This is an optimization exercise on Yosys and OpenROAD, whose aim is small area, not a production implementation. In this exercise RTL edits were held to simulation tests only and were not proved equivalent to the original. Power figures rest on the tool's default switching activity, not on a simulated workload.

## flow/design.v (module list and top-level ports; edited modules follow where they fit)
// module slice24: 1477 lines
module slice24 (
    input  wire        clk,
    input  wire        rst,
    input  wire        ce,
    input  wire [11:0] op,
    input  wire [23:0] a,
    input  wire [7:0]  ax,
    input  wire [23:0] b,
    input  wire [7:0]  bx,
    input  wire [23:0] ain,
    input  wire [63:0] acin,
    input  wire        mode,
    input  wire [5:0]  rshift,
    input  wire [2:0]  owid,
    input  wire [3:0]  normk,
    input  wire [15:0] acsmap,
    output reg  [47:0] r,
    output reg  [3:0]  dec,
    output reg         satf,
    output reg         illop,
    output reg  [23:0] aout,
    output wire [63:0] acc_out
);
  // ...
==> flow/run.sh <==
#!/bin/bash
# synth_recipe.tcl (not shown) runs the flow's synth.tcl, then flattens the netlist and writes it again
# the make line also repeats each setting of config.mk as NAME=value (left out here)
make -C /OpenROAD-flow-scripts/flow DESIGN_CONFIG=/design/flow/config.mk WORK_HOME=/design/flow/orfs CLKGATE_MAP_FILE= SYNTH_SCRIPT=/design/flow/synth_recipe.tcl finish
==> flow/config.mk <==
export PLATFORM = sky130hd
export DESIGN_NAME = slice24
export DESIGN_NICKNAME = slice24
export VERILOG_FILES = /design/flow/design.v
export SDC_FILE = /design/flow/constraint.sdc
export NUM_CORES = 4
export LEC_CHECK = 0
export CAP_MARGIN = 20
export CORE_MARGIN = 2
export CORE_UTILIZATION = 40
export SLEW_MARGIN = 20
==> flow/constraint.sdc <==
create_clock -name core_clock -period 22.0 [get_ports {clk}]
set_input_delay 4.4000 -clock core_clock [delete_from_list [all_inputs] [get_ports {clk}]]
set_output_delay 4.4000 -clock core_clock [all_outputs]
set_load 0.01 [all_outputs]
==> out/metrics.yaml, run 1 <==
cells_and_area:
  largest_reg_flops: 512
  area_dominant_class: "multi-input gates"
  n_fill_cell: 21364
  sh_seq_area_pct: 23.92
  comb.multi_input.count: 6984
  largest-register: "cw"
  buffer_area_share_pct: 5.801
  clk_share_pct: 3.304
  nonClockInverterCount: 1068
sta:
  finalHoldViolations: 0
  clock_skew_ps: 62.57
  max_slew_margin_pct: 13.88
  period_share_pct: 89.35
power:
  clock_net_power_w: 0.00172
  top_power_group: "combinational logic"
  pwr-share-seq_pct: 13.5
hold_path:
  whs_endpoint: "s2_neg"
place:
  gp_congestion: 1.029
  dp.cells: 12554
  place_area_mm2: 0.09664
logic_synthesis:
  syn_inst: 9524
  synth_top_area_cell: "edfxtp_1"
  synth-seq-cells: 865
  synth.most_common_cell: "inv_1"
  synth_compound_area_share_pct: 16.36
  synthTopCellsByArea: "edfxtp_1, fa_1, ha_1, dfxtp_1, inv_1"
  yosys-top-cells-count: "inv_1, nor2_1, fa_1, nand2_1, edfxtp_1"
route:
  highest_layer: "met5"
  avgViaCountPerCell: 6.141
  drt-met1-wl_mm: 158.3
clock_network:
  cts-root-buf: "clkbuf_16"
run_status:
  outcome: "no timing/DRC/antenna violations"
grt:
  globalRouteOverflowTotal: 0
floorplanning:
  initial_core_util_pct: 40.17
  core-area_mm2: 0.2219
worst_setup_path:
  cp_max_fo: 35
  r2r-start: "ag_lenr[0]"
==> inputs of run 2 (changes only) <==
--- a/flow/design.v
+++ b/flow/design.v
@@ -24,138 +24,118 @@
     localparam [2:0] C_NONE = 3'd0;
     localparam [2:0] C_MUL  = 3'd1;
     localparam [2:0] C_MAC  = 3'd2;
     localparam [2:0] C_MACC = 3'd3;
     localparam [2:0] C_LDA  = 3'd4;
     localparam [2:0] C_ACS  = 3'd5;
     localparam [2:0] C_MM   = 3'd6;
     function [16:0] add16(input [15:0] x, input [15:0] y);
-        reg [15:0] p, g;
-        reg [16:0] c;
+        reg [15:0] c, co;
         begin
-            p = x ^ y;
-            g = x & y;
             c[0] = 1'b0;
-            c[1] = g[0] | (c[0] & p[0]);
-            c[2] = g[1] | (c[1] & p[1]);
-            c[3] = g[2] | (c[2] & p[2]);
-            c[4] = g[3] | (c[3] & p[3]);
-            c[5] = g[4] | (c[4] & p[4]);
-            c[6] = g[5] | (c[5] & p[5]);
-            c[7] = g[6] | (c[6] & p[6]);
-            c[8] = g[7] | (c[7] & p[7]);
-            c[9] = g[8] | (c[8] & p[8]);
-            c[10] = g[9] | (c[9] & p[9]);
-            c[11] = g[10] | (c[10] & p[10]);
-            c[12] = g[11] | (c[11] & p[11]);
-            c[13] = g[12] | (c[12] & p[12]);
-            c[14] = g[13] | (c[13] & p[13]);
-            c[15] = g[14] | (c[14] & p[14]);
-            c[16] = g[15] | (c[15] & p[15]);
-            add16 = {c[16], p ^ c[15:0]};
+            co[0] = (x[0] & y[0]) | (c[0] & (x[0] ^ y[0]));
+            c[1] = co[0];
+            co[1] = (x[1] & y[1]) | (c[1] & (x[1] ^ y[1]));
+            c[2] = co[1];
+            co[2] = (x[2] & y[2]) | (c[2] & (x[2] ^ y[2]));
+            c[3] = co[2];
+            co[3] = (x[3] & y[3]) | (c[3] & (x[3] ^ y[3]));
+            c[4] = co[3];
+            co[4] = (x[4] & y[4]) | (c[4] & (x[4] ^ y[4]));
+            c[5] = co[4];
+            co[5] = (x[5] & y[5]) | (c[5] & (x[5] ^ y[5]));
+            c[6] = co[5];
+            co[6] = (x[6] & y[6]) | (c[6] & (x[6] ^ y[6]));
+            c[7] = co[6];
+            co[7] = (x[7] & y[7]) | (c[7] & (x[7] ^ y[7]));
+            c[8] = co[7];
+            co[8] = (x[8] & y[8]) | (c[8] & (x[8] ^ y[8]));
+            c[9] = co[8];
+            co[9] = (x[9] & y[9]) | (c[9] & (x[9] ^ y[9]));
+            c[10] = co[9];
+            co[10] = (x[10] & y[10]) | (c[10] & (x[10] ^ y[10]));
+            c[11] = co[10];
+            co[11] = (x[11] & y[11]) | (c[11] & (x[11] ^ y[11]));
+            c[12] = co[11];
+            co[12] = (x[12] & y[12]) | (c[12] & (x[12] ^ y[12]));
+            c[13] = co[12];
+            co[13] = (x[13] & y[13]) | (c[13] & (x[13] ^ y[13]));
+            c[14] = co[13];
+            co[14] = (x[14] & y[14]) | (c[14] & (x[14] ^ y[14]));
+            c[15] = co[14];
+            co[15] = (x[15] & y[15]) | (c[15] & (x[15] ^ y[15]));
+            add16 = {co[15], x ^ y ^ c};
         end
     endfunction
     function [11:0] add11(input [10:0] x, input [10:0] y);
-        reg [10:0] p, g;
-        reg [11:0] c;
+        reg [10:0] c, co;
         begin
-            p = x ^ y;
-            g = x & y;
             c[0] = 1'b0;
-            c[1] = g[0] | (c[0] & p[0]);
-            c[2] = g[1] | (c[1] & p[1]);
-            c[3] = g[2] | (c[2] & p[2]);
-            c[4] = g[3] | (c[3] & p[3]);
-            c[5] = g[4] | (c[4] & p[4]);
-            c[6] = g[5] | (c[5] & p[5]);
-            c[7] = g[6] | (c[6] & p[6]);
-            c[8] = g[7] | (c[7] & p[7]);
-            c[9] = g[8] | (c[8] & p[8]);
-            c[10] = g[9] | (c[9] & p[9]);
-            c[11] = g[10] | (c[10] & p[10]);
-            add11 = {c[11], p ^ c[10:0]};
+            co[0] = (x[0] & y[0]) | (c[0] & (x[0] ^ y[0]));
+            c[1] = co[0];
+            co[1] = (x[1] & y[1]) | (c[1] & (x[1] ^ y[1]));
+            c[2] = co[1];
+            co[2] = (x[2] & y[2]) | (c[2] & (x[2] ^ y[2]));
+            c[3] = co[2];
+            co[3] = (x[3] & y[3]) | (c[3] & (x[3] ^ y[3]));
+            c[4] = co[3];
+            co[4] = (x[4] & y[4]) | (c[4] & (x[4] ^ y[4]));
+            c[5] = co[4];
+            co[5] = (x[5] & y[5]) | (c[5] & (x[5] ^ y[5]));
+            c[6] = co[5];
+            co[6] = (x[6] & y[6]) | (c[6] & (x[6] ^ y[6]));
+            c[7] = co[6];
+            co[7] = (x[7] & y[7]) | (c[7] & (x[7] ^ y[7]));
+            c[8] = co[7];
+            co[8] = (x[8] & y[8]) | (c[8] & (x[8] ^ y[8]));
+            c[9] = co[8];
+            co[9] = (x[9] & y[9]) | (c[9] & (x[9] ^ y[9]));
+            c[10] = co[9];
+            co[10] = (x[10] & y[10]) | (c[10] & (x[10] ^ y[10]));
+            add11 = {co[10], x ^ y ^ c};
         end
     endfunction
     function [15:0] sub16(input [15:0] x, input [15:0] y);
-        reg [15:0] yn, p, g, t, co;
-        reg [16:0] c;
-        reg [3:0] bg, bt;
-        reg [4:0] bc;
-        reg [4:0]  gz;
+        reg [15:0] yn, c, co;
         begin
             yn = ~y;
-            p = x ^ yn;
-            g = x & yn;
-            t = x | yn;
-            gz[0] = 1'b0;
-            gz[1] = g[0] | (t[0] & gz[0]);
-            gz[2] = g[1] | (t[1] & gz[1]);
-            gz[3] = g[2] | (t[2] & gz[2]);
-            gz[4] = g[3] | (t[3] & gz[3]);
-            bg[0] = gz[4];
-            bt[0] = &t[3:0];
-            gz[0] = 1'b0;
-            gz[1] = g[4] | (t[4] & gz[0]);
-            gz[2] = g[5] | (t[5] & gz[1]);
-            gz[3] = g[6] | (t[6] & gz[2]);
-            gz[4] = g[7] | (t[7] & gz[3]);
-            bg[1] = gz[4];
-            bt[1] = &t[7:4];
-            gz[0] = 1'b0;
-            gz[1] = g[8] | (t[8] & gz[0]);
-            gz[2] = g[9] | (t[9] & gz[1]);
-            gz[3] = g[10] | (t[10] & gz[2]);
-            gz[4] = g[11] | (t[11] & gz[3]);
-            bg[2] = gz[4];
-            bt[2] = &t[11:8];
-            gz[0] = 1'b0;
-            gz[1] = g[12] | (t[12] & gz[0]);
-            gz[2] = g[13] | (t[13] & gz[1]);
-            gz[3] = g[14] | (t[14] & gz[2]);
-            gz[4] = g[15] | (t[15] & gz[3]);
-            bg[3] = gz[4];
-            bt[3] = &t[15:12];
-            bc[0] = 1'b1;
-            bc[1] = bg[0] | (bt[0] & bc[0]);
-            bc[2] = bg[1] | (bt[1] & bc[1]);
-            bc[3] = bg[2] | (bt[2] & bc[2]);
-            c[0] = bc[0];
-            co[0] = g[0] | (c[0] & p[0]);
+            c[0] = 1'b1;
+            co[0] = (x[0] & yn[0]) | (c[0] & (x[0] ^ yn[0]));
             c[1] = co[0];
-            co[1] = g[1] | (c[1] & p[1]);
+            co[1] = (x[1] & yn[1]) | (c[1] & (x[1] ^ yn[1]));
             c[2] = co[1];
-            co[2] = g[2] | (c[2] & p[2]);
+            co[2] = (x[2] & yn[2]) | (c[2] & (x[2] ^ yn[2]));
             c[3] = co[2];
-            co[3] = g[3] | (c[3] & p[3]);
-            c[4] = bc[1];
-            co[4] = g[4] | (c[4] & p[4]);
+            co[3] = (x[3] & yn[3]) | (c[3] & (x[3] ^ yn[3]));
+            c[4] = co[3];
+            co[4] = (x[4] & yn[4]) | (c[4] & (x[4] ^ yn[4]));
             c[5] = co[4];
-            co[5] = g[5] | (c[5] & p[5]);
+            co[5] = (x[5] & yn[5]) | (c[5] & (x[5] ^ yn[5]));
             c[6] = co[5];
-            co[6] = g[6] | (c[6] & p[6]);
+            co[6] = (x[6] & yn[6]) | (c[6] & (x[6] ^ yn[6]));
             c[7] = co[6];
-            co[7] = g[7] | (c[7] & p[7]);
-            c[8] = bc[2];
-            co[8] = g[8] | (c[8] & p[8]);
+            co[7] = (x[7] & yn[7]) | (c[7] & (x[7] ^ yn[7]));
+            c[8] = co[7];
+            co[8] = (x[8] & yn[8]) | (c[8] & (x[8] ^ yn[8]));
             c[9] = co[8];
-            co[9] = g[9] | (c[9] & p[9]);
+            co[9] = (x[9] & yn[9]) | (c[9] & (x[9] ^ yn[9]));
             c[10] = co[9];
-            co[10] = g[10] | (c[10] & p[10]);
+            co[10] = (x[10] & yn[10]) | (c[10] & (x[10] ^ yn[10]));
             c[11] = co[10];
-            co[11] = g[11] | (c[11] & p[11]);
-            c[12] = bc[3];
-            co[12] = g[12] | (c[12] & p[12]);
+            co[11] = (x[11] & yn[11]) | (c[11] & (x[11] ^ yn[11]));
+            c[12] = co[11];
+            co[12] = (x[12] & yn[12]) | (c[12] & (x[12] ^ yn[12]));
             c[13] = co[12];
-            co[13] = g[13] | (c[13] & p[13]);
+            co[13] = (x[13] & yn[13]) | (c[13] & (x[13] ^ yn[13]));
             c[14] = co[13];
-            co[14] = g[14] | (c[14] & p[14]);
+            co[14] = (x[14] & yn[14]) | (c[14] & (x[14] ^ yn[14]));
             c[15] = co[14];
-            co[15] = g[15] | (c[15] & p[15]);
-            sub16 = p ^ c[15:0];
+            co[15] = (x[15] & yn[15]) | (c[15] & (x[15] ^ yn[15]));
+            sub16 = x ^ yn ^ c;
         end
     endfunction
     function lt16(input [15:0] x, input [15:0] y);
         reg [15:0] d;
         reg l;
         begin
             d = x ^ y;
             l = 1'b0;
@@ -294,252 +274,215 @@
                 rm[10:0] = b0[10:0];
             else if (1'b1 && !a0[11])
                 rm[10:0] = a0[10:0];
             mod11 = (l == 11'd1) ? 11'd0 : rm;
         end
     endfunction
     function [67:0] lane_add(input [63:0] x, input [63:0] y, input cin,
                              input m16, input m32);
-        reg [63:0] p, g, t;
-        reg [64:0] c;    
-        reg [63:0] co;   
-        reg [7:0]  bg, bt;
-        reg [8:0]  bc;   
-        reg [8:0]  gz;   
+        reg [63:0] c, co;
+        reg bg1, bt1, bg2, bt2, bg3, bt3, bg4, bt4, bg5, bt5, bg6, bt6, gz;
         begin
-            p = x ^ y;
-            g = x & y;
-            t = x | y;
-            gz[0] = 1'b0;
-            gz[1] = g[0] | (t[0] & gz[0]);
-            gz[2] = g[1] | (t[1] & gz[1]);
-            gz[3] = g[2] | (t[2] & gz[2]);
-            gz[4] = g[3] | (t[3] & gz[3]);
-            gz[5] = g[4] | (t[4] & gz[4]);
-            gz[6] = g[5] | (t[5] & gz[5]);
-            gz[7] = g[6] | (t[6] & gz[6]);
-            gz[8] = g[7] | (t[7] & gz[7]);
-            bg[0] = gz[8];
-            bt[0] = &t[7:0];
-            gz[0] = 1'b0;
-            gz[1] = g[8] | (t[8] & gz[0]);
-            gz[2] = g[9] | (t[9] & gz[1]);
-            gz[3] = g[10] | (t[10] & gz[2]);
-            gz[4] = g[11] | (t[11] & gz[3]);
-            gz[5] = g[12] | (t[12] & gz[4]);
-            gz[6] = g[13] | (t[13] & gz[5]);
-            gz[7] = g[14] | (t[14] & gz[6]);
-            gz[8] = g[15] | (t[15] & gz[7]);
-            bg[1] = gz[8];
-            bt[1] = &t[15:8];
-            gz[0] = 1'b0;
-            gz[1] = g[16] | (t[16] & gz[0]);
-            gz[2] = g[17] | (t[17] & gz[1]);
-            gz[3] = g[18] | (t[18] & gz[2]);
-            gz[4] = g[19] | (t[19] & gz[3]);
-            gz[5] = g[20] | (t[20] & gz[4]);
-            gz[6] = g[21] | (t[21] & gz[5]);
-            gz[7] = g[22] | (t[22] & gz[6]);
-            gz[8] = g[23] | (t[23] & gz[7]);
-            bg[2] = gz[8];
-            bt[2] = &t[23:16];
-            gz[0] = 1'b0;
-            gz[1] = g[24] | (t[24] & gz[0]);
-            gz[2] = g[25] | (t[25] & gz[1]);
-            gz[3] = g[26] | (t[26] & gz[2]);
-            gz[4] = g[27] | (t[27] & gz[3]);
-            gz[5] = g[28] | (t[28] & gz[4]);
-            gz[6] = g[29] | (t[29] & gz[5]);
-            gz[7] = g[30] | (t[30] & gz[6]);
-            gz[8] = g[31] | (t[31] & gz[7]);
-            bg[3] = gz[8];
-            bt[3] = &t[31:24];
-            gz[0] = 1'b0;
-            gz[1] = g[32] | (t[32] & gz[0]);
-            gz[2] = g[33] | (t[33] & gz[1]);
-            gz[3] = g[34] | (t[34] & gz[2]);
-            gz[4] = g[35] | (t[35] & gz[3]);
-            gz[5] = g[36] | (t[36] & gz[4]);
-            gz[6] = g[37] | (t[37] & gz[5]);
-            gz[7] = g[38] | (t[38] & gz[6]);
-            gz[8] = g[39] | (t[39] & gz[7]);
-            bg[4] = gz[8];
-            bt[4] = &t[39:32];
-            gz[0] = 1'b0;
-            gz[1] = g[40] | (t[40] & gz[0]);
-            gz[2] = g[41] | (t[41] & gz[1]);
-            gz[3] = g[42] | (t[42] & gz[2]);
-            gz[4] = g[43] | (t[43] & gz[3]);
-            gz[5] = g[44] | (t[44] & gz[4]);
-            gz[6] = g[45] | (t[45] & gz[5]);
-            gz[7] = g[46] | (t[46] & gz[6]);
-            gz[8] = g[47] | (t[47] & gz[7]);
-            bg[5] = gz[8];
-            bt[5] = &t[47:40];
-            gz[0] = 1'b0;
-            gz[1] = g[48] | (t[48] & gz[0]);
-            gz[2] = g[49] | (t[49] & gz[1]);
-            gz[3] = g[50] | (t[50] & gz[2]);
-            gz[4] = g[51] | (t[51] & gz[3]);
-            gz[5] = g[52] | (t[52] & gz[4]);
-            gz[6] = g[53] | (t[53] & gz[5]);
-            gz[7] = g[54] | (t[54] & gz[6]);
-            gz[8] = g[55] | (t[55] & gz[7]);
-            bg[6] = gz[8];
-            bt[6] = &t[55:48];
-            gz[0] = 1'b0;
-            gz[1] = g[56] | (t[56] & gz[0]);
-            gz[2] = g[57] | (t[57] & gz[1]);
-            gz[3] = g[58] | (t[58] & gz[2]);
-            gz[4] = g[59] | (t[59] & gz[3]);
-            gz[5] = g[60] | (t[60] & gz[4]);
-            gz[6] = g[61] | (t[61] & gz[5]);
-            gz[7] = g[62] | (t[62] & gz[6]);
-            gz[8] = g[63] | (t[63] & gz[7]);
-            bg[7] = gz[8];
-            bt[7] = &t[63:56];
-            bc[0] = cin;
-            bc[1] = bg[0] | (bt[0] & bc[0]);
-            bc[2] = m16 ? cin : (bg[1] | (bt[1] & bc[1]));
-            bc[3] = bg[2] | (bt[2] & bc[2]);
-            bc[4] = (m16 || m32) ? cin : (bg[3] | (bt[3] & bc[3]));
-            bc[5] = bg[4] | (bt[4] & bc[4]);
-            bc[6] = m16 ? cin : (bg[5] | (bt[5] & bc[5]));
-            bc[7] = bg[6] | (bt[6] & bc[6]);
-            c[0] = bc[0];
-            co[0] = g[0] | (c[0] & p[0]);
+            c[0] = cin;
+            co[0] = (x[0] & y[0]) | (c[0] & (x[0] ^ y[0]));
             c[1] = co[0];
-            co[1] = g[1] | (c[1] & p[1]);
+            co[1] = (x[1] & y[1]) | (c[1] & (x[1] ^ y[1]));
             c[2] = co[1];
-            co[2] = g[2] | (c[2] & p[2]);
+            co[2] = (x[2] & y[2]) | (c[2] & (x[2] ^ y[2]));
             c[3] = co[2];
-            co[3] = g[3] | (c[3] & p[3]);
+            co[3] = (x[3] & y[3]) | (c[3] & (x[3] ^ y[3]));
             c[4] = co[3];
-            co[4] = g[4] | (c[4] & p[4]);
+            co[4] = (x[4] & y[4]) | (c[4] & (x[4] ^ y[4]));
             c[5] = co[4];
-            co[5] = g[5] | (c[5] & p[5]);
+            co[5] = (x[5] & y[5]) | (c[5] & (x[5] ^ y[5]));
             c[6] = co[5];
-            co[6] = g[6] | (c[6] & p[6]);
+            co[6] = (x[6] & y[6]) | (c[6] & (x[6] ^ y[6]));
             c[7] = co[6];
-            co[7] = g[7] | (c[7] & p[7]);
-            c[8] = bc[1];
-            co[8] = g[8] | (c[8] & p[8]);
+            co[7] = (x[7] & y[7]) | (c[7] & (x[7] ^ y[7]));
+            c[8] = co[7];
+            gz = 1'b0;
+            gz = (x[8] & y[8]) | (gz & (x[8] | y[8]));
+            gz = (x[9] & y[9]) | (gz & (x[9] | y[9]));
+            gz = (x[10] & y[10]) | (gz & (x[10] | y[10]));
+            gz = (x[11] & y[11]) | (gz & (x[11] | y[11]));
+            gz = (x[12] & y[12]) | (gz & (x[12] | y[12]));
+            gz = (x[13] & y[13]) | (gz & (x[13] | y[13]));
+            gz = (x[14] & y[14]) | (gz & (x[14] | y[14]));
+            gz = (x[15] & y[15]) | (gz & (x[15] | y[15]));
+            bg1 = gz;
+            bt1 = &(x[15:8] | y[15:8]);
+            co[8] = (x[8] & y[8]) | (c[8] & (x[8] ^ y[8]));
             c[9] = co[8];
-            co[9] = g[9] | (c[9] & p[9]);
+            co[9] = (x[9] & y[9]) | (c[9] & (x[9] ^ y[9]));
             c[10] = co[9];
-            co[10] = g[10] | (c[10] & p[10]);
+            co[10] = (x[10] & y[10]) | (c[10] & (x[10] ^ y[10]));
             c[11] = co[10];
-            co[11] = g[11] | (c[11] & p[11]);
+            co[11] = (x[11] & y[11]) | (c[11] & (x[11] ^ y[11]));
             c[12] = co[11];
-            co[12] = g[12] | (c[12] & p[12]);
+            co[12] = (x[12] & y[12]) | (c[12] & (x[12] ^ y[12]));
             c[13] = co[12];
-            co[13] = g[13] | (c[13] & p[13]);
+            co[13] = (x[13] & y[13]) | (c[13] & (x[13] ^ y[13]));
             c[14] = co[13];
-            co[14] = g[14] | (c[14] & p[14]);
+            co[14] = (x[14] & y[14]) | (c[14] & (x[14] ^ y[14]));
             c[15] = co[14];
-            co[15] = g[15] | (c[15] & p[15]);
-            c[16] = bc[2];
-            co[16] = g[16] | (c[16] & p[16]);
+            co[15] = (x[15] & y[15]) | (c[15] & (x[15] ^ y[15]));
+            c[16] = (m16) ? cin : (bg1 | (bt1 & c[8]));
+            gz = 1'b0;
+            gz = (x[16] & y[16]) | (gz & (x[16] | y[16]));
+            gz = (x[17] & y[17]) | (gz & (x[17] | y[17]));
+            gz = (x[18] & y[18]) | (gz & (x[18] | y[18]));
+            gz = (x[19] & y[19]) | (gz & (x[19] | y[19]));
+            gz = (x[20] & y[20]) | (gz & (x[20] | y[20]));
+            gz = (x[21] & y[21]) | (gz & (x[21] | y[21]));
+            gz = (x[22] & y[22]) | (gz & (x[22] | y[22]));
+            gz = (x[23] & y[23]) | (gz & (x[23] | y[23]));
+            bg2 = gz;
+            bt2 = &(x[23:16] | y[23:16]);
+            co[16] = (x[16] & y[16]) | (c[16] & (x[16] ^ y[16]));
             c[17] = co[16];
-            co[17] = g[17] | (c[17] & p[17]);
+            co[17] = (x[17] & y[17]) | (c[17] & (x[17] ^ y[17]));
             c[18] = co[17];
-            co[18] = g[18] | (c[18] & p[18]);
+            co[18] = (x[18] & y[18]) | (c[18] & (x[18] ^ y[18]));
             c[19] = co[18];
-            co[19] = g[19] | (c[19] & p[19]);
+            co[19] = (x[19] & y[19]) | (c[19] & (x[19] ^ y[19]));
             c[20] = co[19];
-            co[20] = g[20] | (c[20] & p[20]);
+            co[20] = (x[20] & y[20]) | (c[20] & (x[20] ^ y[20]));
             c[21] = co[20];
-            co[21] = g[21] | (c[21] & p[21]);
+            co[21] = (x[21] & y[21]) | (c[21] & (x[21] ^ y[21]));
             c[22] = co[21];
-            co[22] = g[22] | (c[22] & p[22]);
+            co[22] = (x[22] & y[22]) | (c[22] & (x[22] ^ y[22]));
             c[23] = co[22];
-            co[23] = g[23] | (c[23] & p[23]);
-            c[24] = bc[3];
-            co[24] = g[24] | (c[24] & p[24]);
+            co[23] = (x[23] & y[23]) | (c[23] & (x[23] ^ y[23]));
+            c[24] = bg2 | (bt2 & c[16]);
+            gz = 1'b0;
+            gz = (x[24] & y[24]) | (gz & (x[24] | y[24]));
+            gz = (x[25] & y[25]) | (gz & (x[25] | y[25]));
+            gz = (x[26] & y[26]) | (gz & (x[26] | y[26]));
+            gz = (x[27] & y[27]) | (gz & (x[27] | y[27]));
+            gz = (x[28] & y[28]) | (gz & (x[28] | y[28]));
+            gz = (x[29] & y[29]) | (gz & (x[29] | y[29]));
+            gz = (x[30] & y[30]) | (gz & (x[30] | y[30]));
+            gz = (x[31] & y[31]) | (gz & (x[31] | y[31]));
+            bg3 = gz;
+            bt3 = &(x[31:24] | y[31:24]);
+            co[24] = (x[24] & y[24]) | (c[24] & (x[24] ^ y[24]));
             c[25] = co[24];
-            co[25] = g[25] | (c[25] & p[25]);
+            co[25] = (x[25] & y[25]) | (c[25] & (x[25] ^ y[25]));
             c[26] = co[25];
-            co[26] = g[26] | (c[26] & p[26]);
+            co[26] = (x[26] & y[26]) | (c[26] & (x[26] ^ y[26]));
             c[27] = co[26];
-            co[27] = g[27] | (c[27] & p[27]);
+            co[27] = (x[27] & y[27]) | (c[27] & (x[27] ^ y[27]));
             c[28] = co[27];
-            co[28] = g[28] | (c[28] & p[28]);
+            co[28] = (x[28] & y[28]) | (c[28] & (x[28] ^ y[28]));
             c[29] = co[28];
-            co[29] = g[29] | (c[29] & p[29]);
+            co[29] = (x[29] & y[29]) | (c[29] & (x[29] ^ y[29]));
             c[30] = co[29];
-            co[30] = g[30] | (c[30] & p[30]);
+            co[30] = (x[30] & y[30]) | (c[30] & (x[30] ^ y[30]));
             c[31] = co[30];
-            co[31] = g[31] | (c[31] & p[31]);
-            c[32] = bc[4];
-            co[32] = g[32] | (c[32] & p[32]);
+            co[31] = (x[31] & y[31]) | (c[31] & (x[31] ^ y[31]));
+            c[32] = (m16 || m32) ? cin : (bg3 | (bt3 & c[24]));
+            gz = 1'b0;
+            gz = (x[32] & y[32]) | (gz & (x[32] | y[32]));
+            gz = (x[33] & y[33]) | (gz & (x[33] | y[33]));
+            gz = (x[34] & y[34]) | (gz & (x[34] | y[34]));
+            gz = (x[35] & y[35]) | (gz & (x[35] | y[35]));
+            gz = (x[36] & y[36]) | (gz & (x[36] | y[36]));
+            gz = (x[37] & y[37]) | (gz & (x[37] | y[37]));
+            gz = (x[38] & y[38]) | (gz & (x[38] | y[38]));
+            gz = (x[39] & y[39]) | (gz & (x[39] | y[39]));
+            bg4 = gz;
+            bt4 = &(x[39:32] | y[39:32]);
+            co[32] = (x[32] & y[32]) | (c[32] & (x[32] ^ y[32]));
             c[33] = co[32];
-            co[33] = g[33] | (c[33] & p[33]);
+            co[33] = (x[33] & y[33]) | (c[33] & (x[33] ^ y[33]));
             c[34] = co[33];
-            co[34] = g[34] | (c[34] & p[34]);
+            co[34] = (x[34] & y[34]) | (c[34] & (x[34] ^ y[34]));
             c[35] = co[34];
-            co[35] = g[35] | (c[35] & p[35]);
+            co[35] = (x[35] & y[35]) | (c[35] & (x[35] ^ y[35]));
             c[36] = co[35];
-            co[36] = g[36] | (c[36] & p[36]);
+            co[36] = (x[36] & y[36]) | (c[36] & (x[36] ^ y[36]));
             c[37] = co[36];
-            co[37] = g[37] | (c[37] & p[37]);
+            co[37] = (x[37] & y[37]) | (c[37] & (x[37] ^ y[37]));
             c[38] = co[37];
-            co[38] = g[38] | (c[38] & p[38]);
+            co[38] = (x[38] & y[38]) | (c[38] & (x[38] ^ y[38]));
             c[39] = co[38];
-            co[39] = g[39] | (c[39] & p[39]);
-            c[40] = bc[5];
-            co[40] = g[40] | (c[40] & p[40]);
+            co[39] = (x[39] & y[39]) | (c[39] & (x[39] ^ y[39]));
+            c[40] = bg4 | (bt4 & c[32]);
+            gz = 1'b0;
+            gz = (x[40] & y[40]) | (gz & (x[40] | y[40]));
+            gz = (x[41] & y[41]) | (gz & (x[41] | y[41]));
+            gz = (x[42] & y[42]) | (gz & (x[42] | y[42]));
+            gz = (x[43] & y[43]) | (gz & (x[43] | y[43]));
+            gz = (x[44] & y[44]) | (gz & (x[44] | y[44]));
+            gz = (x[45] & y[45]) | (gz & (x[45] | y[45]));
+            gz = (x[46] & y[46]) | (gz & (x[46] | y[46]));
+            gz = (x[47] & y[47]) | (gz & (x[47] | y[47]));
+            bg5 = gz;
+            bt5 = &(x[47:40] | y[47:40]);
+            co[40] = (x[40] & y[40]) | (c[40] & (x[40] ^ y[40]));
             c[41] = co[40];
-            co[41] = g[41] | (c[41] & p[41]);
+            co[41] = (x[41] & y[41]) | (c[41] & (x[41] ^ y[41]));
             c[42] = co[41];
-            co[42] = g[42] | (c[42] & p[42]);
+            co[42] = (x[42] & y[42]) | (c[42] & (x[42] ^ y[42]));
             c[43] = co[42];
-            co[43] = g[43] | (c[43] & p[43]);
+            co[43] = (x[43] & y[43]) | (c[43] & (x[43] ^ y[43]));
             c[44] = co[43];
-            co[44] = g[44] | (c[44] & p[44]);
+            co[44] = (x[44] & y[44]) | (c[44] & (x[44] ^ y[44]));
             c[45] = co[44];
-            co[45] = g[45] | (c[45] & p[45]);
+            co[45] = (x[45] & y[45]) | (c[45] & (x[45] ^ y[45]));
             c[46] = co[45];
-            co[46] = g[46] | (c[46] & p[46]);
+            co[46] = (x[46] & y[46]) | (c[46] & (x[46] ^ y[46]));
             c[47] = co[46];
-            co[47] = g[47] | (c[47] & p[47]);
-            c[48] = bc[6];
-            co[48] = g[48] | (c[48] & p[48]);
+            co[47] = (x[47] & y[47]) | (c[47] & (x[47] ^ y[47]));
+            c[48] = (m16) ? cin : (bg5 | (bt5 & c[40]));
+            gz = 1'b0;
+            gz = (x[48] & y[48]) | (gz & (x[48] | y[48]));
+            gz = (x[49] & y[49]) | (gz & (x[49] | y[49]));
+            gz = (x[50] & y[50]) | (gz & (x[50] | y[50]));
+            gz = (x[51] & y[51]) | (gz & (x[51] | y[51]));
+            gz = (x[52] & y[52]) | (gz & (x[52] | y[52]));
+            gz = (x[53] & y[53]) | (gz & (x[53] | y[53]));
+            gz = (x[54] & y[54]) | (gz & (x[54] | y[54]));
+            gz = (x[55] & y[55]) | (gz & (x[55] | y[55]));
+            bg6 = gz;
+            bt6 = &(x[55:48] | y[55:48]);
+            co[48] = (x[48] & y[48]) | (c[48] & (x[48] ^ y[48]));
             c[49] = co[48];
-            co[49] = g[49] | (c[49] & p[49]);
+            co[49] = (x[49] & y[49]) | (c[49] & (x[49] ^ y[49]));
             c[50] = co[49];
-            co[50] = g[50] | (c[50] & p[50]);
+            co[50] = (x[50] & y[50]) | (c[50] & (x[50] ^ y[50]));
             c[51] = co[50];
-            co[51] = g[51] | (c[51] & p[51]);
+            co[51] = (x[51] & y[51]) | (c[51] & (x[51] ^ y[51]));
             c[52] = co[51];
-            co[52] = g[52] | (c[52] & p[52]);
+            co[52] = (x[52] & y[52]) | (c[52] & (x[52] ^ y[52]));
             c[53] = co[52];
-            co[53] = g[53] | (c[53] & p[53]);
+            co[53] = (x[53] & y[53]) | (c[53] & (x[53] ^ y[53]));
             c[54] = co[53];
-            co[54] = g[54] | (c[54] & p[54]);
+            co[54] = (x[54] & y[54]) | (c[54] & (x[54] ^ y[54]));
             c[55] = co[54];
-            co[55] = g[55] | (c[55] & p[55]);
-            c[56] = bc[7];
-            co[56] = g[56] | (c[56] & p[56]);
+            co[55] = (x[55] & y[55]) | (c[55] & (x[55] ^ y[55]));
+            c[56] = bg6 | (bt6 & c[48]);
+            co[56] = (x[56] & y[56]) | (c[56] & (x[56] ^ y[56]));
             c[57] = co[56];
-            co[57] = g[57] | (c[57] & p[57]);
+            co[57] = (x[57] & y[57]) | (c[57] & (x[57] ^ y[57]));
             c[58] = co[57];
-            co[58] = g[58] | (c[58] & p[58]);
+            co[58] = (x[58] & y[58]) | (c[58] & (x[58] ^ y[58]));
             c[59] = co[58];
-            co[59] = g[59] | (c[59] & p[59]);
+            co[59] = (x[59] & y[59]) | (c[59] & (x[59] ^ y[59]));
             c[60] = co[59];
-            co[60] = g[60] | (c[60] & p[60]);
+            co[60] = (x[60] & y[60]) | (c[60] & (x[60] ^ y[60]));
             c[61] = co[60];
-            co[61] = g[61] | (c[61] & p[61]);
+            co[61] = (x[61] & y[61]) | (c[61] & (x[61] ^ y[61]));
             c[62] = co[61];
-            co[62] = g[62] | (c[62] & p[62]);
+            co[62] = (x[62] & y[62]) | (c[62] & (x[62] ^ y[62]));
             c[63] = co[62];
-            co[63] = g[63] | (c[63] & p[63]);
+            co[63] = (x[63] & y[63]) | (c[63] & (x[63] ^ y[63]));
             lane_add = {c[63] ^ co[63], c[47] ^ co[47], c[31] ^ co[31], c[15] ^ co[15],
-                        p ^ c[63:0]};
+                        x ^ y ^ c};
         end
     endfunction
     function [67:0] rnd_add(input [63:0] v, input [63:0] k, input [63:0] msb);
         reg [63:0] t, pv;
         reg [8:0]  gz;
         reg [7:0]  bg, bp;
         reg [8:0]  bc;
         reg [3:0]  top;
@@ -705,194 +648,138 @@
             t[61] = k[61] | (pv[60] & t[60]);
             t[62] = k[62] | (pv[61] & t[61]);
             t[63] = k[63] | (pv[62] & t[62]);
             top = {v[63] & !t[63], v[47] & !t[47], v[31] & !t[31], v[15] & !t[15]};
             rnd_add = {top, v ^ t};
         end
     endfunction
     function [47:0] cpa48(input [47:0] x, input [47:0] y, input [47:0] kl);
-        reg [47:0] p, g, t, co;
-        reg [48:0] c;
-        reg [5:0]  bg, bt;
-        reg [6:0]  bc;
-        reg [8:0]  gz;
+        reg [47:0] c, co;
+        reg bg1, bt1, bg2, bt2, gz;
         begin
-            p = x ^ y;
-            g = x & y;
-            t = x | y;
-            gz[0] = 1'b0;
-            gz[1] = g[0] | (t[0] & gz[0]);
-            gz[2] = g[1] | (t[1] & gz[1]);
-            gz[3] = g[2] | (t[2] & gz[2]);
-            gz[4] = g[3] | (t[3] & gz[3]);
-            gz[5] = g[4] | (t[4] & gz[4]);
-            gz[6] = g[5] | (t[5] & gz[5]);
-            gz[7] = g[6] | (t[6] & gz[6]);
-            gz[8] = g[7] | (t[7] & gz[7]);
-            bg[0] = gz[8];
-            bt[0] = &t[7:0];
-            gz[0] = 1'b0;
-            gz[1] = g[8] | (t[8] & gz[0]);
-            gz[2] = g[9] | (t[9] & gz[1]);
-            gz[3] = g[10] | (t[10] & gz[2]);
-            gz[4] = g[11] | (t[11] & gz[3]);
-            gz[5] = g[12] | (t[12] & gz[4]);
-            gz[6] = g[13] | (t[13] & gz[5]);
-            gz[7] = g[14] | (t[14] & gz[6]);
-            gz[8] = g[15] | (t[15] & gz[7]);
-            bg[1] = gz[8];
-            bt[1] = &t[15:8];
-            gz[0] = 1'b0;
-            gz[1] = g[16] | (t[16] & gz[0]);
-            gz[2] = g[17] | (t[17] & gz[1]);
-            gz[3] = g[18] | (t[18] & gz[2]);
-            gz[4] = g[19] | (t[19] & gz[3]);
-            gz[5] = g[20] | (t[20] & gz[4]);
-            gz[6] = g[21] | (t[21] & gz[5]);
-            gz[7] = g[22] | (t[22] & gz[6]);
-            gz[8] = g[23] | (t[23] & gz[7]);
-            bg[2] = gz[8];
-            bt[2] = &t[23:16];
-            gz[0] = 1'b0;
-            gz[1] = g[24] | (t[24] & gz[0]);
-            gz[2] = g[25] | (t[25] & gz[1]);
-            gz[3] = g[26] | (t[26] & gz[2]);
-            gz[4] = g[27] | (t[27] & gz[3]);
-            gz[5] = g[28] | (t[28] & gz[4]);
-            gz[6] = g[29] | (t[29] & gz[5]);
-            gz[7] = g[30] | (t[30] & gz[6]);
-            gz[8] = g[31] | (t[31] & gz[7]);
-            bg[3] = gz[8];
-            bt[3] = &t[31:24];
-            gz[0] = 1'b0;
-            gz[1] = g[32] | (t[32] & gz[0]);
-            gz[2] = g[33] | (t[33] & gz[1]);
-            gz[3] = g[34] | (t[34] & gz[2]);
-            gz[4] = g[35] | (t[35] & gz[3]);
-            gz[5] = g[36] | (t[36] & gz[4]);
-            gz[6] = g[37] | (t[37] & gz[5]);
-            gz[7] = g[38] | (t[38] & gz[6]);
-            gz[8] = g[39] | (t[39] & gz[7]);
-            bg[4] = gz[8];
-            bt[4] = &t[39:32];
-            gz[0] = 1'b0;
-            gz[1] = g[40] | (t[40] & gz[0]);
-            gz[2] = g[41] | (t[41] & gz[1]);
-            gz[3] = g[42] | (t[42] & gz[2]);
-            gz[4] = g[43] | (t[43] & gz[3]);
-            gz[5] = g[44] | (t[44] & gz[4]);
-            gz[6] = g[45] | (t[45] & gz[5]);
-            gz[7] = g[46] | (t[46] & gz[6]);
-            gz[8] = g[47] | (t[47] & gz[7]);
-            bg[5] = gz[8];
-            bt[5] = &t[47:40];
-            bc[0] = 1'b0;
-            bc[1] = !kl[8] && (bg[0] | (bt[0] & bc[0]));
-            bc[2] = !kl[16] && (bg[1] | (bt[1] & bc[1]));
-            bc[3] = !kl[24] && (bg[2] | (bt[2] & bc[2]));
-            bc[4] = !kl[32] && (bg[3] | (bt[3] & bc[3]));
-            bc[5] = !kl[40] && (bg[4] | (bt[4] & bc[4]));
-            c[0] = bc[0];
-            co[0] = g[0] | (c[0] & p[0]);
+            c[0] = 1'b0;
+            co[0] = (x[0] & y[0]) | (c[0] & (x[0] ^ y[0]));
             c[1] = co[0];
-            co[1] = g[1] | (c[1] & p[1]);
+            co[1] = (x[1] & y[1]) | (c[1] & (x[1] ^ y[1]));
             c[2] = co[1];
-            co[2] = g[2] | (c[2] & p[2]);
+            co[2] = (x[2] & y[2]) | (c[2] & (x[2] ^ y[2]));
             c[3] = co[2];
-            co[3] = g[3] | (c[3] & p[3]);
+            co[3] = (x[3] & y[3]) | (c[3] & (x[3] ^ y[3]));
             c[4] = co[3];
-            co[4] = g[4] | (c[4] & p[4]);
+            co[4] = (x[4] & y[4]) | (c[4] & (x[4] ^ y[4]));
             c[5] = co[4];
-            co[5] = g[5] | (c[5] & p[5]);
+            co[5] = (x[5] & y[5]) | (c[5] & (x[5] ^ y[5]));
             c[6] = co[5];
-            co[6] = g[6] | (c[6] & p[6]);
+            co[6] = (x[6] & y[6]) | (c[6] & (x[6] ^ y[6]));
             c[7] = co[6];
-            co[7] = g[7] | (c[7] & p[7]);
-            c[8] = bc[1];
-            co[8] = g[8] | (c[8] & p[8]);
+            co[7] = (x[7] & y[7]) | (c[7] & (x[7] ^ y[7]));
+            c[8] = co[7];
+            co[8] = (x[8] & y[8]) | (c[8] & (x[8] ^ y[8]));
             c[9] = co[8];
-            co[9] = g[9] | (c[9] & p[9]);
+            co[9] = (x[9] & y[9]) | (c[9] & (x[9] ^ y[9]));
             c[10] = co[9];
-            co[10] = g[10] | (c[10] & p[10]);
+            co[10] = (x[10] & y[10]) | (c[10] & (x[10] ^ y[10]));
             c[11] = co[10];
-            co[11] = g[11] | (c[11] & p[11]);
+            co[11] = (x[11] & y[11]) | (c[11] & (x[11] ^ y[11]));
             c[12] = co[11];
-            co[12] = g[12] | (c[12] & p[12]);
+            co[12] = (x[12] & y[12]) | (c[12] & (x[12] ^ y[12]));
             c[13] = co[12];
-            co[13] = g[13] | (c[13] & p[13]);
+            co[13] = (x[13] & y[13]) | (c[13] & (x[13] ^ y[13]));
             c[14] = co[13];
-            co[14] = g[14] | (c[14] & p[14]);
+            co[14] = (x[14] & y[14]) | (c[14] & (x[14] ^ y[14]));
             c[15] = co[14];
-            co[15] = g[15] | (c[15] & p[15]);
-            c[16] = bc[2];
-            co[16] = g[16] | (c[16] & p[16]);
+            co[15] = (x[15] & y[15]) | (c[15] & (x[15] ^ y[15]));
+            c[16] = (kl[16]) ? 1'b0 : (co[15]);
+            gz = 1'b0;
+            gz = (x[16] & y[16]) | (gz & (x[16] | y[16]));
+            gz = (x[17] & y[17]) | (gz & (x[17] | y[17]));
+            gz = (x[18] & y[18]) | (gz & (x[18] | y[18]));
+            gz = (x[19] & y[19]) | (gz & (x[19] | y[19]));
+            gz = (x[20] & y[20]) | (gz & (x[20] | y[20]));
+            gz = (x[21] & y[21]) | (gz & (x[21] | y[21]));
+            gz = (x[22] & y[22]) | (gz & (x[22] | y[22]));
+            gz = (x[23] & y[23]) | (gz & (x[23] | y[23]));
+            bg1 = gz;
+            bt1 = &(x[23:16] | y[23:16]);
+            co[16] = (x[16] & y[16]) | (c[16] & (x[16] ^ y[16]));
             c[17] = co[16];
-            co[17] = g[17] | (c[17] & p[17]);
+            co[17] = (x[17] & y[17]) | (c[17] & (x[17] ^ y[17]));
             c[18] = co[17];
-            co[18] = g[18] | (c[18] & p[18]);
+            co[18] = (x[18] & y[18]) | (c[18] & (x[18] ^ y[18]));
             c[19] = co[18];
-            co[19] = g[19] | (c[19] & p[19]);
+            co[19] = (x[19] & y[19]) | (c[19] & (x[19] ^ y[19]));
             c[20] = co[19];
-            co[20] = g[20] | (c[20] & p[20]);
+            co[20] = (x[20] & y[20]) | (c[20] & (x[20] ^ y[20]));
             c[21] = co[20];
-            co[21] = g[21] | (c[21] & p[21]);
+            co[21] = (x[21] & y[21]) | (c[21] & (x[21] ^ y[21]));
             c[22] = co[21];
-            co[22] = g[22] | (c[22] & p[22]);
+            co[22] = (x[22] & y[22]) | (c[22] & (x[22] ^ y[22]));
             c[23] = co[22];
-            co[23] = g[23] | (c[23] & p[23]);
-            c[24] = bc[3];
-            co[24] = g[24] | (c[24] & p[24]);
+            co[23] = (x[23] & y[23]) | (c[23] & (x[23] ^ y[23]));
+            c[24] = (kl[24]) ? 1'b0 : (bg1 | (bt1 & c[16]));
+            gz = 1'b0;
+            gz = (x[24] & y[24]) | (gz & (x[24] | y[24]));
+            gz = (x[25] & y[25]) | (gz & (x[25] | y[25]));
+            gz = (x[26] & y[26]) | (gz & (x[26] | y[26]));
+            gz = (x[27] & y[27]) | (gz & (x[27] | y[27]));
+            gz = (x[28] & y[28]) | (gz & (x[28] | y[28]));
+            gz = (x[29] & y[29]) | (gz & (x[29] | y[29]));
+            gz = (x[30] & y[30]) | (gz & (x[30] | y[30]));
+            gz = (x[31] & y[31]) | (gz & (x[31] | y[31]));
+            bg2 = gz;
+            bt2 = &(x[31:24] | y[31:24]);
+            co[24] = (x[24] & y[24]) | (c[24] & (x[24] ^ y[24]));
             c[25] = co[24];
-            co[25] = g[25] | (c[25] & p[25]);
+            co[25] = (x[25] & y[25]) | (c[25] & (x[25] ^ y[25]));
             c[26] = co[25];
-            co[26] = g[26] | (c[26] & p[26]);
+            co[26] = (x[26] & y[26]) | (c[26] & (x[26] ^ y[26]));
             c[27] = co[26];
-            co[27] = g[27] | (c[27] & p[27]);
+            co[27] = (x[27] & y[27]) | (c[27] & (x[27] ^ y[27]));
             c[28] = co[27];
-            co[28] = g[28] | (c[28] & p[28]);
+            co[28] = (x[28] & y[28]) | (c[28] & (x[28] ^ y[28]));
             c[29] = co[28];
-            co[29] = g[29] | (c[29] & p[29]);
+            co[29] = (x[29] & y[29]) | (c[29] & (x[29] ^ y[29]));
             c[30] = co[29];
-            co[30] = g[30] | (c[30] & p[30]);
+            co[30] = (x[30] & y[30]) | (c[30] & (x[30] ^ y[30]));
             c[31] = co[30];
-            co[31] = g[31] | (c[31] & p[31]);
-            c[32] = bc[4];
-            co[32] = g[32] | (c[32] & p[32]);
+            co[31] = (x[31] & y[31]) | (c[31] & (x[31] ^ y[31]));
+            c[32] = (kl[32]) ? 1'b0 : (bg2 | (bt2 & c[24]));
+            co[32] = (x[32] & y[32]) | (c[32] & (x[32] ^ y[32]));
             c[33] = co[32];
-            co[33] = g[33] | (c[33] & p[33]);
+            co[33] = (x[33] & y[33]) | (c[33] & (x[33] ^ y[33]));
             c[34] = co[33];
-            co[34] = g[34] | (c[34] & p[34]);
+            co[34] = (x[34] & y[34]) | (c[34] & (x[34] ^ y[34]));
             c[35] = co[34];
-            co[35] = g[35] | (c[35] & p[35]);
+            co[35] = (x[35] & y[35]) | (c[35] & (x[35] ^ y[35]));
             c[36] = co[35];
-            co[36] = g[36] | (c[36] & p[36]);
+            co[36] = (x[36] & y[36]) | (c[36] & (x[36] ^ y[36]));
             c[37] = co[36];
-            co[37] = g[37] | (c[37] & p[37]);
+            co[37] = (x[37] & y[37]) | (c[37] & (x[37] ^ y[37]));
             c[38] = co[37];
-            co[38] = g[38] | (c[38] & p[38]);
+            co[38] = (x[38] & y[38]) | (c[38] & (x[38] ^ y[38]));
             c[39] = co[38];
-            co[39] = g[39] | (c[39] & p[39]);
-            c[40] = bc[5];
-            co[40] = g[40] | (c[40] & p[40]);
+            co[39] = (x[39] & y[39]) | (c[39] & (x[39] ^ y[39]));
+            c[40] = co[39];
+            co[40] = (x[40] & y[40]) | (c[40] & (x[40] ^ y[40]));
             c[41] = co[40];
-            co[41] = g[41] | (c[41] & p[41]);
+            co[41] = (x[41] & y[41]) | (c[41] & (x[41] ^ y[41]));
             c[42] = co[41];
-            co[42] = g[42] | (c[42] & p[42]);
+            co[42] = (x[42] & y[42]) | (c[42] & (x[42] ^ y[42]));
             c[43] = co[42];
-            co[43] = g[43] | (c[43] & p[43]);
+            co[43] = (x[43] & y[43]) | (c[43] & (x[43] ^ y[43]));
             c[44] = co[43];
-            co[44] = g[44] | (c[44] & p[44]);
+            co[44] = (x[44] & y[44]) | (c[44] & (x[44] ^ y[44]));
             c[45] = co[44];
-            co[45] = g[45] | (c[45] & p[45]);
+            co[45] = (x[45] & y[45]) | (c[45] & (x[45] ^ y[45]));
             c[46] = co[45];
-            co[46] = g[46] | (c[46] & p[46]);
+            co[46] = (x[46] & y[46]) | (c[46] & (x[46] ^ y[46]));
             c[47] = co[46];
-            co[47] = g[47] | (c[47] & p[47]);
-            cpa48 = p ^ c[47:0];
+            co[47] = (x[47] & y[47]) | (c[47] & (x[47] ^ y[47]));
+            cpa48 = x ^ y ^ c;
         end
     endfunction
     function [15:0] cpa16(input [15:0] x, input [15:0] y);
         reg [16:0] s;
         begin
             s = add16(x, y);
             cpa16 = s[15:0];
         end
@@ -1359,35 +1246,31 @@
     localparam [63:0] KM8_32  = keep_mask(8, 1'b0, 1'b1);
     localparam [63:0] KM8_64  = keep_mask(8, 1'b0, 1'b0);
     localparam [63:0] KM16_16 = keep_mask(16, 1'b1, 1'b0);
     localparam [63:0] KM16_32 = keep_mask(16, 1'b0, 1'b1);
     localparam [63:0] KM16_64 = keep_mask(16, 1'b0, 1'b0);
     localparam [63:0] KM32_16 = keep_mask(32, 1'b1, 1'b0);
     localparam [63:0] KM32_32 = keep_mask(32, 1'b0, 1'b1);
     localparam [63:0] KM32_64 = keep_mask(32, 1'b0, 1'b0);
-    function [47:0] fit_lane(input [47:0] v, input [47:0] hi, input sat,
-                             input fit, input neg, input sv);
-        fit_lane = (sat && !fit) ? (({48{neg}} & hi) | ({48{!neg}} & ~hi))
-                                 : (({48{sv}} & hi) | (v & ~hi));
-    endfunction
     function [48:0] narrow(input [63:0] acc, input [1:0] split, input rnd,
                            input sat, input [5:0] rshift, input [2:0] owid);
         reg        m16, m32, big;
         reg [63:0] msb, oh64, rk, rs_sum, fill_v, bigv, res, hi_v, dif;
         reg [63:0] km1, km2, km4, km8, km16, km32;
         reg [63:0] sh1, sh2, sh3, sh4, sh5, sh6, hi64;
         reg [67:0] radd;
         reg [3:0]  ltop, fill, segbad, fit16, sv16;
         reg [1:0]  fit32, sv32;
         reg        fit64, sv64;
         reg [5:0]  vm1_64, vm1_32, vm1_16;
         reg [31:0] hi32;
         reg [15:0] hi16;
-        reg [47:0] o64, o32_0, o32_1, o16_0, o16_1, o16_2, o16_3;
+        reg [47:0] rb, hv, clv, ngv, svv;
+        reg [3:0]  gfit, gneg, gsv;
         begin
             m16 = split[1];
             m32 = !split[1] && split[0];
             msb = m16 ? 64'h8000_8000_8000_8000 :
                   (m32 ? 64'h8000_0000_8000_0000 : 64'h8000_0000_0000_0000);
             oh64 = 64'd1 << (rshift - 6'd1);
             rk   = !(rnd && (rshift != 6'd0)) ? 64'd0 :
                    (m16 ? {4{oh64[15:0]}} : (m32 ? {2{oh64[31:0]}} : oh64));
@@ -1424,26 +1307,28 @@
             dif    = hi_v & ~msb & (res ^ (res >> 1));
             segbad = {|dif[63:48], |dif[47:32], |dif[31:16], |dif[15:0]};
             fit16  = ~segbad;
             fit32  = {!(segbad[3] || segbad[2]), !(segbad[1] || segbad[0])};
             fit64  = !(|segbad);
             sv16   = {res[48 + vm1_16], res[32 + vm1_16], res[16 + vm1_16], res[vm1_16]};
             sv32   = {res[32 + vm1_32], res[vm1_32]};
             sv64   = res[vm1_64];
-            o64   = fit_lane(res[47:0], hi64[47:0], sat, fit64, res[63], sv64);
-            o32_0 = fit_lane({24'd0, res[23:0]},  {24'd0, hi32[23:0]}, sat, fit32[0], res[31], sv32[0]);
-            o32_1 = fit_lane({24'd0, res[55:32]}, {24'd0, hi32[23:0]}, sat, fit32[1], res[63], sv32[1]);
-            o16_0 = fit_lane({36'd0, res[11:0]},  {36'd0, hi16[11:0]}, sat, fit16[0], res[15], sv16[0]);
-            o16_1 = fit_lane({36'd0, res[27:16]}, {36'd0, hi16[11:0]}, sat, fit16[1], res[31], sv16[1]);
-            o16_2 = fit_lane({36'd0, res[43:32]}, {36'd0, hi16[11:0]}, sat, fit16[2], res[47], sv16[2]);
-            o16_3 = fit_lane({36'd0, res[59:48]}, {36'd0, hi16[11:0]}, sat, fit16[3], res[63], sv16[3]);
-            narrow = {sat && (m16 ? !(&fit16) : (m32 ? !(&fit32) : !fit64)),
-                      m16 ? {o16_3[11:0], o16_2[11:0], o16_1[11:0], o16_0[11:0]} :
-                      (m32 ? {o32_1[23:0], o32_0[23:0]} : o64)};
+            rb = m16 ? {res[59:48], res[43:32], res[27:16], res[11:0]} :
+                 (m32 ? {res[55:32], res[23:0]} : res[47:0]);
+            hv = m16 ? {4{hi16[11:0]}} : (m32 ? {2{hi32[23:0]}} : hi64[47:0]);
+            gfit = m16 ? fit16 : (m32 ? {fit32[1], fit32[1], fit32[0], fit32[0]} : {4{fit64}});
+            gneg = m16 ? {res[63], res[47], res[31], res[15]} :
+                   (m32 ? {res[63], res[63], res[31], res[31]} : {4{res[63]}});
+            gsv  = m16 ? sv16 : (m32 ? {sv32[1], sv32[1], sv32[0], sv32[0]} : {4{sv64}});
+            clv  = {{12{sat && !gfit[3]}}, {12{sat && !gfit[2]}}, {12{sat && !gfit[1]}}, {12{sat && !gfit[0]}}};
+            ngv  = {{12{gneg[3]}}, {12{gneg[2]}}, {12{gneg[1]}}, {12{gneg[0]}}};
+            svv  = {{12{gsv[3]}}, {12{gsv[2]}}, {12{gsv[1]}}, {12{gsv[0]}}};
+            narrow = {sat && !(&gfit),
+                      (clv & ((hv & ngv) | (~hv & ~ngv))) | (~clv & ((hv & svv) | (~hv & rb)))};
         end
     endfunction
     function [11:0] clamp12(input [15:0] m);
         clamp12 = (|m[15:12]) ? 12'hFFF : m[11:0];
     endfunction
     always @(posedge clk) begin : st4
         reg [48:0] nr;
         if (rst) begin
==> flow/config.mk (replaced) <==
export PLATFORM = sky130hd
export DESIGN_NAME = slice24
export DESIGN_NICKNAME = slice24
export VERILOG_FILES = /design/flow/design.v
export SDC_FILE = /design/flow/constraint.sdc
export NUM_CORES = 4
export LEC_CHECK = 0
export ABC_AREA = 1
export CAP_MARGIN = 20
export CORE_MARGIN = 2
export CORE_UTILIZATION = 60
export CTS_BUF_LIST = sky130_fd_sc_hd__clkbuf_8
export PLACE_DENSITY = 0.7
export SLEW_MARGIN = 20
==> run 2 against run 1 <==
Effect of this change:
- still clean
- setup slack got worse by 560 ps
- sequential cell count unchanged
- sequential share of layout area increased by 1.6 points
- fmax decreased by 2.8%
- core utilization increased by 21 points
- register-to-register slack got worse by 560 ps
- combinational power about the same
- first-iteration DRC count increased by 37%
- hold slack improved by 6.0 ps
- non-clock buffer count decreased by 148
- die area decreased by 36%
- clock-buffer cell count increased by 44
- critical path type unchanged
- largest power group unchanged
- highest routed layer unchanged
==> out/metrics.yaml, run 2 <==
cells_and_area:
  area_growth_pct: 9.363  # was 12.18%
  largest-register: "cw"  # unchanged
  top_regs: "cw (512), acc (64), s2_d (64)"  # unchanged
  layout_commonest_cell: "nand2_1"  # was inv_1
  largest_reg_flops: 512  # unchanged
  nNetsFinal: 12261  # was 11304
  n_fill_cell: 11574  # was 21364
  final_cell_mix: "nand2_1, inv_1, o21ai_0, nor2_1, fa_1"  # was inv_1, fa_1, nand2_1, nor2_1, edfxtp_1
  drive_gt1_share_pct: 5.343  # was 8.645%
logic_synthesis:
  syn-num-nets: 12145  # was 11148
  synth_cell_types: 69  # was 106
  yosys-top-cells-count: "nand2_1, inv_1, o21ai_0, nor2_1, fa_1"  # was inv_1, nor2_1, fa_1, nand2_1, edfxtp_1
  synth.avg_cell_area_um2: 8.051  # was 9.358 µm²
  netlist.area_leader.share_pct: 23.10  # was 22.20%
  synth-seq-cells: 865  # unchanged
  synth_ff_type: "edfxtp_1"  # unchanged
  synth_top_area_cell: "edfxtp_1"  # unchanged
  async_flop_share_pct: 0  # unchanged
  ys_seq_area_share_pct: 27.91  # was 26.83%
  syn_inst: 10641  # was 9524
  synthTopCellsByArea: "edfxtp_1, fa_1, nand2_1, inv_1, ha_1"  # was edfxtp_1, fa_1, ha_1, dfxtp_1, inv_1
  synth_warnings: 2  # unchanged
  synth_edf_count: 659  # unchanged
  synth.most_common_cell: "nand2_1"  # was inv_1
  synth_area_mm2: 0.08567  # was 0.08913 mm²
sta:
  max_slew_margin_pct: 10.36  # was 13.88%
  period_share_pct: 91.90  # was 89.35%
  slew_violations: 0  # unchanged
  setup_viol: 0  # unchanged
  worstMarginPinSlew_ps: 1327  # was 1292 ps
  rsz0062_at_grt: "no"  # unchanged
  fmax_mhz: 49.46  # was 50.87 MHz
  finalHoldViolations: 0  # unchanged
  tns_ps: 0  # unchanged
  layout_setup_ws_ps: 1782  # was 2343 ps
  clock_skew_ps: 80.33  # was 62.57 ps
  fin_crit_ps: 20220  # was 19660 ps
power:
  peakVddDrop_v: 0.0002421  # was 0.0002953 V
  p_total_w: 0.01461  # was 0.01464 W
  p_clk_share_pct: 10.1  # was 11.7%
  p_int_w: 0.006297  # was 0.006700 W
  swShare_pct: 56.89  # was 54.22%
  pwr-share-seq_pct: 15.7  # was 13.5%
  p_per_area_mw_per_mm2: 155.9  # was 146.4 mW/mm²
  p_switching_w: 0.008312  # was 0.007937 W
  p_leak_nw: 42.41  # was 41.17 nW
  p_comb_share_pct: 74.3  # was 74.8%
worst_setup_path:
  reg2regPathDepth: 94  # was 73
  timing.rr.end: "acc[30]"  # was s1_y[9]
  path_common_cell: "nand2_1"  # was o21ai_0
  crit_required_ps: 22820  # was 22470 ps
  cp_max_fo: 34  # was 35
  worst_setup_path_start_kind: "register"  # unchanged
  cp-startpoint: "acsmap_q[10]"  # was ag_lenr[0]
  slowest_stage: "o21ai_0"  # was fa_4
  arrival_ps: 21040  # was 20130 ps
  ff2ff_setup_slack_ps: 1780  # was 2340 ps
  crit_path_max_incr_delay_ps: 780  # was 1240 ps
  end_kind: "register"  # unchanged
  criticalPathCategory: "reg -> reg"  # unchanged
  r2r-start: "acsmap_q[10]"  # was ag_lenr[0]
clock_network:
  ctsResizeCount: 0  # unchanged
  clock-sinks: 865  # unchanged
  path_clk_slew_ps: 80  # was 60 ps
  cts-root-buf: "clkbuf_8"  # was clkbuf_16
  worstSkewPairLatency_ps: 920  # was 770 ps
  clockBufferDepth: 3  # unchanged
  ctsHoldBuffers: 0  # unchanged
  cts_tree: "built"  # unchanged
  cts_buffers: 147  # was 99
  postCtsSetupRepairBufs: 0  # unchanged
  cts_htree_levels: 4  # was 3
route:
  wl_per_cell_um: 28.37  # was 31.83 µm
  drt-pass1-iter-count: 16  # was 8
  antenna_left: 0  # unchanged
  drc: 0  # unchanged
  routed_wirelength_mm: 362.8  # was 405.9 mm
  avgViaCountPerCell: 6.446  # was 6.141
  vias: 82411  # was 78316
  drt-initial-drc-count: 12043  # was 8792
place:
  gp_congestion: 1.091  # was 1.029
  portBuffers: 338  # unchanged
  hpwl_mm: 270.2  # was 298.8 mm
  place_ws_ps: 1969  # was 2617 ps
run:
  cap_viol_max_count: 0  # unchanged
grt:
  grt_pass1_vias: 79503  # was 77308
  grt_usage_pct: 48.97  # was 35.34%
  grt_pass1_wl_mm: 521.8  # was 573.5 mm
  globalRouteOverflowTotal: 0  # unchanged
  grt_max_degree: 93  # was 127
  antenna_found_initial: 28  # was 30
run_status:
  outcome: "no timing/DRC/antenna violations"  # unchanged
floorplanning:
  num_rows: 138  # was 173
  initial_core_util_pct: 60.51  # was 40.17%
  die_area_mm2: 0.1458  # was 0.2266 mm²
  die_y_um: 381.9  # was 476.0 µm
  ios: 339  # unchanged
  die_x_um: 381.9  # was 476.0 µm
  core-area_mm2: 0.1416  # was 0.2219 mm²
hold_path:
  holdPathStages: 0  # unchanged
  min_from: "s2_rnd"  # was s1_neg
  min_path_type: "reg -> reg"  # unchanged
  whs_endpoint: "s3_rnd"  # was s2_neg
==> run 2: changes by cell type after synthesis, sizes merged, moves of 101 or more <==
cell	before	now
nand3	147	281
nand2	776	2098
and2	265	6
and3	197	0
xnor2	171	70
o21ai	456	1013
inv	1064	1782
a211oi	171	61
mux2i	143	24
nor2b	119	0
ha	633	498
mux4	142	0
==> run 2: power by group through the flow <==
stage,Sequential [W],Clock [W],Combinational [W]
floorplan,0.00205,0,0.00687
global placement,0.00228,0,0.0101
detailed placement,0.00228,0,0.0104
CTS,0.00225,0.00146,0.0104
global route,0.00227,0.00153,0.0118
finish,0.00229,0.00147,0.0108
==> run 2: routing by layer <==
| layer | vias up | global-route usage [%] | part of all wire, % |
|---|---|---|---|
| met1 | 38930 | 61.71 | 35 |
| met5 | - | 0 | 0.030 |
| li1 | 34946 | - | - |
| met4 | 18 | 33.74 | 8.7 |
| met3 | 1640 | 15.41 | 15 |
| met2 | 6877 | 71.89 | 42 |
==> run 2: logic make-up after synthesis <==
kind of cell | share of synthesized area (%)
flops | 27.91
simple gates | 16.07
xor+xnor | 2.086
compound gates | 16.60
mux | 0.5959
fa+ha+maj | 26.18
buf+inv | 10.56
==> run 2: critical path, delay by kind of cell (launching register included) <==
kind            cells  cell delay, ps
fa+ha+maj          31           11890
simple gates       41            4200
compound gates     10            2010
buf+inv            12            1530
flops               1             450
==> run 2: layout make-up <==
class                   count  area (µm²)  area share, %
multi-input cells        7403       52930          56.49
flip-flops and latches    865       23910          25.52
inverters                1826        6855          7.317
repair buffers            514        4703          5.020
well taps                1890        2365          2.524
clock buffers             163        2243          2.394
clock inverters           104       634.4         0.6770
diodes                     20       50.05        0.05342
==> run 2: metrics by stage <==
stage	cell area (µm²)	hold WS (ps)	std cells	utilization [%]
finish	93690	422.9	12785	66.18
global route	93650	434.2	12769	66.15
CTS	93620	428.8	12764	66.13
detailed placement	90750	417.5	12497	64.09
global placement	90750	409.5	12497	64.09
floorplan	85670	400.3	10641	-
==> run 2: worst max path at each step <==
stage          endpoint  slack, ps  cells past startpoint
2_1_floorplan   acc[30]       5000                     95
3_3_place_gp    acc[30]       2080                     94
3_5_place_dp    acc[30]       1970                     94
4_1_cts         acc[30]       1970                     94
5_1_grt         acc[30]        310                    103
6_report        acc[30]       1780                     94

==> static timing again, ports no longer ideal <==
Ports are ideal in the flow. The routed layouts listed here were re-timed in OpenROAD. Step 1, drivers: a clkbuf_16 drives clk and a buf_2 each remaining input, both assumed. Step 2 moves the port delays by t, midway between the first and last clock arrival at a register: inputs arrive t later, outputs are due t later. That takes back most of the time a late clock gives input paths. a / b / c = ideal / step 1 / step 2; a / b = the first two.
run | shift t [ns] | setup WS [ns] | worst setup path at the end | worst slew at a driven data input, ns | pins driven straight from the clock port
run 1 | 0.831 | 2.343 / 2.343 / 2.343 | register to register | 0.19 | 1
run 2 | 0.964 | 1.782 / 1.782 / 1.782 | register to register | 0.26 | 1
After both steps setup and hold are still met in every run listed.
